From an optimization exercise on the open Yosys and OpenROAD flow, aimed at small area; shortcuts taken in it are not production practice. Only simulation tests tie the RTL to the original design; equivalence was not proved. Power is estimated from default activity; no workload was simulated.

## run a
Design aba_energy, start of the top module:
module aba_energy (
    input  wire               clk,
    input  wire               rst,
    input  wire               run,
    input  wire               tick,
    input  wire signed [47:0] p1,
    input  wire signed [47:0] p2,
    input  wire signed [47:0] p3,
    input  wire        [47:0] s1,
    input  wire        [47:0] s2,
    input  wire        [47:0] s3,
    input  wire        [39:0] kp1,
    input  wire        [39:0] kp2,
    input  wire        [39:0] kp3,
    input  wire        [47:0] creep_thr,
    input  wire               wr_en,
    input  wire        [2:0]  wr_sel,
    input  wire        [63:0] wr_data,
    input  wire        [2:0]  rd_sel,
    output wire        [63:0] rd_count,
    output wire        [3:0]  dir
);
    reg  [47:0] pq0, pq1, pq2;       
    reg  [1:0]  tq;                  
    reg  [39:0] kr0, kr1, kr2;       
    reg  [2:0]  crp;                 
    reg         run_q;
    wire [79:0] kk1 = {kp2, kp2};
    wire [79:0] kk2 = {kp3, kp3};
    wire        lt1, lt2, lt3;
  ...
For scale: about 2,700 cells after synthesis, about 1,100 flip-flops, roughly 600 I/O pins.
==> flow/config.mk <==
export PLATFORM = sky130hd
export DESIGN_NAME = aba_energy
export DESIGN_NICKNAME = aba_energy
export VERILOG_FILES = /design/flow/design.v
export SDC_FILE = /design/flow/constraint.sdc
export NUM_CORES = 4
export LEC_CHECK = 0
export CAP_MARGIN = 0
export CORE_MARGIN = 2
export CORE_UTILIZATION = 70
export CTS_BUF_LIST = sky130_fd_sc_hd__clkbuf_4
export SLEW_MARGIN = 0
==> flow/constraint.sdc <==
create_clock -name core_clock -period 20.0 [get_ports {clk}]
set_input_delay 4.0000 -clock core_clock [delete_from_list [all_inputs] [get_ports {clk}]]
set_output_delay 4.0000 -clock core_clock [all_outputs]
set_load 0.01 [all_outputs]
standard.sh (not shown) runs the stock make flow with config.mk's settings and CLKGATE_MAP_FILE= SYNTH_SCRIPT=/design/flow/synth_recipe.tcl, a recipe that flattens the netlist after the stock synthesis.
==> flow/flow/run.sh <==
#!/bin/bash
# Layout flow: the standard ORFS flow (standard.sh), with two changes:
#  - synthesis: the technology mapping of the combinational logic by ABC
#    uses an area-oriented script (flow/abc_area.script) instead of ORFS's
#    speed script; registers, their names and cells, flattening and
#    renaming are those of the standard synthesis;
#  - placement: every input and output port still gets its own buffer,
#    but a plain sky130_fd_sc_hd__buf_1 instead of the default cell;
#  - CTS: no dummy loads; leaf clusters and buffer as set below.
# Floorplan, placement, CTS and routing are otherwise the standard flow.
set -euo pipefail
W=$(cd "$(dirname "$0")/.." && pwd)
cat > "$W/area_synth.tcl" <<EOT
proc abc {args} {
  set i [lsearch \$args -script]
  if {\$i >= 0} { lset args [expr {\$i + 1}] {$W/flow/abc_area.script} }
  yosys abc {*}\$args
}
source {$W/synth_recipe.tcl}
EOT
sed "s#SYNTH_SCRIPT=[^ ]*#SYNTH_SCRIPT=$W/area_synth.tcl#" "$W/standard.sh" > "$W/area_standard.sh"
grep -q "SYNTH_SCRIPT=$W/area_synth.tcl" "$W/area_standard.sh"
export BUFFER_PORTS_ARGS="-buffer_cell sky130_fd_sc_hd__buf_1"
export CTS_ARGS="-sink_clustering_enable -repair_clock_nets -dont_use_dummy_load -buf_list sky130_fd_sc_hd__clkbuf_4 -sink_clustering_size 10 -sink_clustering_max_diameter 40"
bash "$W/area_standard.sh" > "$W/flow_make.log" 2>&1
==> flow/flow/abc_area.script <==
strash
&get -n
&fraig -x
&put
scorr
dc2
strash
&get -n
&dch -f
&nf -a
&put
### run a -> run b
--- a/flow/design.v
+++ b/flow/design.v
@@ -150,48 +150,39 @@
                                     .ci(c32q & u2g), .s(sum2), .co(co2));
     aba_rca #(.W(32), .F(0))  u_r3 (.a(rdm[63:32]), .b(32'd0),
                                     .ci(c64q & u3 & ~rst), .s(sum3), .co(co3));
     always @(posedge clk) begin
         u2   <= u1 & ~rst;
         u3   <= u2 & ~rst;
         c32q <= co1;
         c64q <= co2;
     end
     wire        wr_act = wr_en & ~run & ~rst;
     wire [63:0] bus = wr_act ? wr_data : {sum3, sum2};
-    wire [7:0]  en_lo, en_hi;
+    wire [7:0]  en;
     genvar g;
     generate
         for (g = 0; g < 8; g = g + 1) begin : g_en
-            wire wr_g = rst | (wr_act & (wr_sel == g));
-            assign en_lo[g] = wr_g | (u2 & (target == g));
-            assign en_hi[g] = wr_g | (u3 & (target == g));
+            assign en[g] = rst | (wr_act & (wr_sel == g)) |
+                           ((u2 | u3) & (target == g));
         end
     endgenerate
     always @(posedge clk) begin
-        if (en_lo[0]) cnt0[31:0] <= bus[31:0];
-        if (en_lo[1]) cnt1[31:0] <= bus[31:0];
-        if (en_lo[2]) cnt2[31:0] <= bus[31:0];
-        if (en_lo[3]) cnt3[31:0] <= bus[31:0];
-        if (en_lo[4]) cnt4[31:0] <= bus[31:0];
-        if (en_lo[5]) cnt5[31:0] <= bus[31:0];
-        if (en_lo[6]) cnt6[31:0] <= bus[31:0];
-        if (en_lo[7]) cnt7[31:0] <= bus[31:0];
-        if (en_hi[0]) cnt0[63:32] <= bus[63:32];
-        if (en_hi[1]) cnt1[63:32] <= bus[63:32];
-        if (en_hi[2]) cnt2[63:32] <= bus[63:32];
-        if (en_hi[3]) cnt3[63:32] <= bus[63:32];
-        if (en_hi[4]) cnt4[63:32] <= bus[63:32];
-        if (en_hi[5]) cnt5[63:32] <= bus[63:32];
-        if (en_hi[6]) cnt6[63:32] <= bus[63:32];
-        if (en_hi[7]) cnt7[63:32] <= bus[63:32];
+        if (en[0]) cnt0 <= bus;
+        if (en[1]) cnt1 <= bus;
+        if (en[2]) cnt2 <= bus;
+        if (en[3]) cnt3 <= bus;
+        if (en[4]) cnt4 <= bus;
+        if (en[5]) cnt5 <= bus;
+        if (en[6]) cnt6 <= bus;
+        if (en[7]) cnt7 <= bus;
     end
     integer i;
     always @(posedge clk) begin
         for (i = 0; i < 7; i = i + 1)
             res[i] <= res[i + 1];
         res[7] <= sum1 & {32{~flush}};
     end
     always @(posedge clk) begin
         if (rst)
             dir_q <= 4'd0;
         else if (tstep & pnz)
### Flow results
Run b ended with every stage complete and zero timing, DRC or antenna violations.
Run b ends up with higher part of the total power dissipated in sequential elements than run a does.
Run a → run b: critical path depth was more or less identical; design internal power was more or less identical; post-synthesis net count was more or less identical; die boundary width was more or less identical.
Compared with run a, run b has extra setup slack.

[separate check: timing with driven ports]
Ports are ideal in the flow. The routed layouts listed here were re-timed in OpenROAD. Step 1, drivers: a clkbuf_16 drives clk and a buf_2 each remaining input, both assumed. Step 2 adds t to the input delays and takes it off the output delays; t is the mean of the earliest and latest rising clock arrival at the registers after step 1. Input paths then give back, and output paths get back, about the clock's delay inside the block. Slacks: ideal / step 1 / step 2; pairs: ideal / step 1.
run | t (ns) | setup slack, ns | slew at the worst register clock pin (ns)
run a | 1.042 | 1.597 / 1.597 / 1.480 | 0.11 / 0.11
run b | 1.065 | 1.757 / 1.757 / 0.769 | 0.12 / 0.12
After both steps every run listed still meets setup and hold. The setup slack of run b, which loses most, moves by 0.000 ns with the drivers and by -0.988 ns with both steps.
